This design comes from an exercise in tuning for small area on the open sky130 flow, not from production work.
Function was checked by simulation only, so behaviour that the tests miss may differ from the original.
Power is estimated from default activity; no workload was simulated.

// sinc4_decim
module sinc4_decim (
    input  wire        clk,
    input  wire        rst,         
    input  wire        in_valid,
    input  wire [8:0]  in_bits,
    output wire        out_valid,
    output wire [3:0]  out_lane,
    output wire [18:0] out_data
);
    reg  [69:0] ring [0:8];
    reg  [8:0]  lb;      
    reg  [3:0]  age;     
    reg  [4:0]  ql;      
    reg         dbl;     
    reg         xo;      
    reg  [3:0]  lane;    
    reg         clr;     
    wire        stb   = in_valid & ~rst;
    wire        pl    = ~age[3] | (age == 4'd8);
    wire        dact  = dbl & (age == 4'd0);
    wire        xn    = pl & lb[lane];
    wire        xold  = dact & xo;
    wire        q25   = dact & (ql == 5'd0);
    wire        shift = pl & ((ql == 5'd24) | q25);
    wire [3:0]  lnext = (lane == 4'd8) ? 4'd0 : lane + 4'd1;
    wire [56:0] k;
    wire [6:0] rsel = {(q25 ? 5'd25 : ql), xold, xn};
    wire rn66, rn67, rn68, rn69, rn70, rn71, rn72, rn74;
    wire rn76, rn77, rn78, rn79, rn80, rn81, rn82, rn83;
    wire rn84, rn85, rn87, rn88, rn90, rn91, rn93, rn94;
    wire rn95, rn96, rn97, rn98, rn99, rn100, rn101, rn102;
    wire rn103, rn104, rn105, rn106, rn107, rn108, rn109, rn110;
    wire rn111, rn112, rn113, rn114, rn115, rn116, rn117, rn118;
    wire rn119, rn120, rn121, rn122, rn123, rn124, rn125, rn126;
    wire rn127, rn128, rn129, rn130, rn131, rn132, rn133, rn134;
    wire rn135, rn136, rn137, rn138, rn139, rn140, rn141, rn142;
    wire rn144, rn145, rn146, rn147, rn148, rn149, rn150, rn151;
    wire rn152, rn153, rn154, rn155, rn156, rn157, rn158, rn159;
    wire rn160, rn161, rn162, rn163, rn164, rn165, rn166, rn167;
    wire rn168, rn169, rn170, rn171, rn172, rn173, rn174, rn175;
  ...
For scale: roughly 1400 cells after synthesis, roughly 0.018 mm^2 of cells after synthesis.
export LEC_CHECK = 0
export ABC_AREA = 1
export CAP_MARGIN = 20
export CORE_MARGIN = 2
export CORE_UTILIZATION = 60
export CTS_BUF_LIST = sky130_fd_sc_hd__clkbuf_8
export CTS_CLUSTER_DIAMETER = 60
export CTS_CLUSTER_SIZE = 20
export GPL_TIMING_DRIVEN = 0
export SLEW_MARGIN = 20
export SYNTH_HIERARCHICAL = 1
export SYNTH_MEMORY_MAX_BITS = 16384
create_clock -name core_clock -period 20.0 [get_ports {clk}]
standard.sh (not shown) runs the stock make flow with config.mk's settings and CLKGATE_MAP_FILE= SYNTH_SCRIPT=/design/flow/synth_recipe.tcl, a recipe that flattens the netlist after the stock synthesis.
==> flow/flow/run.sh <==
#!/bin/bash
# Own layout flow: the standard synthesis, then the combinational logic between the
# registers re-mapped by ABC for area (the registers, their names and cell types are kept),
# then the standard layout from floorplan on, with the ports buffered by buf_1.
# Each tool writes its full output to a log file in this folder.
set -euo pipefail
W=$(pwd)
F=$W/flow
P=$FLOW_HOME/platforms/$FLOW_PLATFORM
LIB=$P/lib/sky130_fd_sc_hd__tt_025C_1v80.lib
R=$W/orfs/results/$FLOW_PLATFORM/sinc4_decim/base
YOSYS=$(command -v yosys || echo $FLOW_HOME/../tools/install/yosys/bin/yosys)

# 1. standard synthesis
bash standard.sh synth > $W/flow_1_synth.log 2>&1

# 2. re-map the logic between the registers
cp $R/1_2_yosys.v $W/synth_standard.v
python3 $F/lib2v.py $LIB > $W/cells_func.v
DU=$(sed -n '/DONT_USE_CELLS/,/^#/p' $P/config.mk | grep -o 'sky130_fd_sc_hd__[A-Za-z0-9_]*' | sed 's/^/-dont_use /' | tr '\n' ' ')
cat > $W/remap.ys <<EOS

read_verilog $W/cells_func.v
read_verilog $W/synth_standard.v
hierarchy -top $FLOW_TOP
flatten
read_liberty -lib $LIB
rename -hide w:* i:* %d o:* %d
opt_clean -purge
techmap
opt -fast
abc -liberty $LIB $DU -script $F/remap.abc
opt_clean -purge
setundef -zero
hilomap -singleton -hicell sky130_fd_sc_hd__conb_1 HI -locell sky130_fd_sc_hd__conb_1 LO
splitnets
opt_clean -purge
check -assert -mapped
tee -o $W/remap_stat.txt stat -liberty $LIB
write_verilog -noattr -nohex -nodec $W/synth_remapped.v
EOS
$YOSYS -l $W/flow_2_remap.log -q -s $W/remap.ys
cp $W/synth_remapped.v $R/1_2_yosys.v
rm -f $R/1_synth.odb $R/1_synth.sdc

# 3. standard layout from the re-mapped netlist
bash standard.sh "BUFFER_PORTS_ARGS=-buffer_cell sky130_fd_sc_hd__buf_1" "CTS_ARGS=-sink_clustering_enable -repair_clock_nets -sink_clustering_size 20 -sink_clustering_max_diameter 60 -buf_list sky130_fd_sc_hd__clkbuf_8 -dont_use_dummy_load" finish > $W/flow_3_layout.log 2>&1
test -s $W/out/final.def
Other scripts of this flow, unchanged in this note and not shown: flow/flow/lib2v.py, flow/flow/remap.abc
Rerun with:
--- a/flow/flow/run.sh
+++ b/flow/flow/run.sh
@@ -45,4 +45,4 @@
 
 # 3. standard layout from the re-mapped netlist
-bash standard.sh "BUFFER_PORTS_ARGS=-buffer_cell sky130_fd_sc_hd__buf_1" "CTS_ARGS=-sink_clustering_enable -repair_clock_nets -sink_clustering_size 20 -sink_clustering_max_diameter 60 -buf_list sky130_fd_sc_hd__clkbuf_8 -dont_use_dummy_load" finish > $W/flow_3_layout.log 2>&1
+bash standard.sh "BUFFER_PORTS_ARGS=-buffer_cell sky130_fd_sc_hd__buf_1" "CTS_ARGS=-sink_clustering_enable -repair_clock_nets -sink_clustering_size 30 -sink_clustering_max_diameter 50 -buf_list sky130_fd_sc_hd__clkbuf_8 sky130_fd_sc_hd__clkbuf_16 -sink_clustering_buffer sky130_fd_sc_hd__clkbuf_16 -dont_use_dummy_load" finish > $W/flow_3_layout.log 2>&1
 test -s $W/out/final.def
- GPL_TIMING_DRIVEN: 0 -> unset
With this change the flow stopped in 4_1_cts.
Area after synthesis stays the same.
Synthesized cell count is unchanged.
Rerun with:
--- a/flow/flow/run.sh
+++ b/flow/flow/run.sh
@@ -45,4 +45,4 @@
 
 # 3. standard layout from the re-mapped netlist
-bash standard.sh "BUFFER_PORTS_ARGS=-buffer_cell sky130_fd_sc_hd__buf_1" "CTS_ARGS=-sink_clustering_enable -repair_clock_nets -sink_clustering_size 30 -sink_clustering_max_diameter 50 -buf_list sky130_fd_sc_hd__clkbuf_8 sky130_fd_sc_hd__clkbuf_16 -sink_clustering_buffer sky130_fd_sc_hd__clkbuf_16 -dont_use_dummy_load" finish > $W/flow_3_layout.log 2>&1
+bash standard.sh "BUFFER_PORTS_ARGS=-buffer_cell sky130_fd_sc_hd__buf_1" "CTS_ARGS=-sink_clustering_enable -repair_clock_nets -sink_clustering_size 30 -sink_clustering_max_diameter 50 -buf_list sky130_fd_sc_hd__clkbuf_16 -sink_clustering_buffer sky130_fd_sc_hd__clkbuf_16 -dont_use_dummy_load" finish > $W/flow_3_layout.log 2>&1
 test -s $W/out/final.def
With this change the flow passed the timing, DRC and antenna checks.
Synthesized area does not change.
Synthesized cell count does not change.
Rerun with:
--- a/flow/flow/run.sh
+++ b/flow/flow/run.sh
@@ -45,4 +45,4 @@
 
 # 3. standard layout from the re-mapped netlist
-bash standard.sh "BUFFER_PORTS_ARGS=-buffer_cell sky130_fd_sc_hd__buf_1" "CTS_ARGS=-sink_clustering_enable -repair_clock_nets -sink_clustering_size 30 -sink_clustering_max_diameter 50 -buf_list sky130_fd_sc_hd__clkbuf_16 -sink_clustering_buffer sky130_fd_sc_hd__clkbuf_16 -dont_use_dummy_load" finish > $W/flow_3_layout.log 2>&1
+bash standard.sh "BUFFER_PORTS_ARGS=-buffer_cell sky130_fd_sc_hd__buf_1" "CTS_ARGS=-sink_clustering_enable -repair_clock_nets -sink_clustering_size 12 -sink_clustering_max_diameter 50 -buf_list sky130_fd_sc_hd__clkbuf_4 -dont_use_dummy_load" finish > $W/flow_3_layout.log 2>&1
 test -s $W/out/final.def
- GPL_TIMING_DRIVEN: unset -> 0
=> The new run went through all stages and came out clean. Register-to-register slack got worse by 0.69 ns. Setup slack got worse by 0.60 ns. Via count shrinks by 1.8%. Global-route usage shrinks by 3.7 points. Routed wire length shrinks by 12%. Critical path depth shrinks by 4. Die area is unchanged. Utilization shrinks by 1.5 points. Synthesized cell count is unchanged. Sequential share of layout area grows by 1.5 points. Total power shrinks by 9.0%.

-- re-timing with driven ports --
The flow's constraints put no driver on any port. The routed layouts listed below were extracted and timed again, unchanged, in two steps. Step 1 assumes that a clkbuf_16 drives the clock port and a buf_2 every other input. Step 2, shift: input delay + t, output delay - t, t = (earliest + latest rising clock arrival at the registers) / 2. This alone moves slack from input paths to output paths. a / b / c = ideal / step 1 / step 2; a / b = the first two.
run | t, ns | setup slack, ns | worst setup path at the end | worst slew at a driven data input, ns | cell pins on the clock port's net
the first run | 0.583 | 0.667 / 0.619 / 1.202 | register to output | 0.04 | 1
the third run | 0.573 | 1.277 / 1.225 / 1.797 | register to output | 0.04 | 1
the fourth run | 0.721 | 0.676 / 0.632 / 1.353 | register to output | 0.04 | 1
After both steps setup and hold are still met in every run listed.
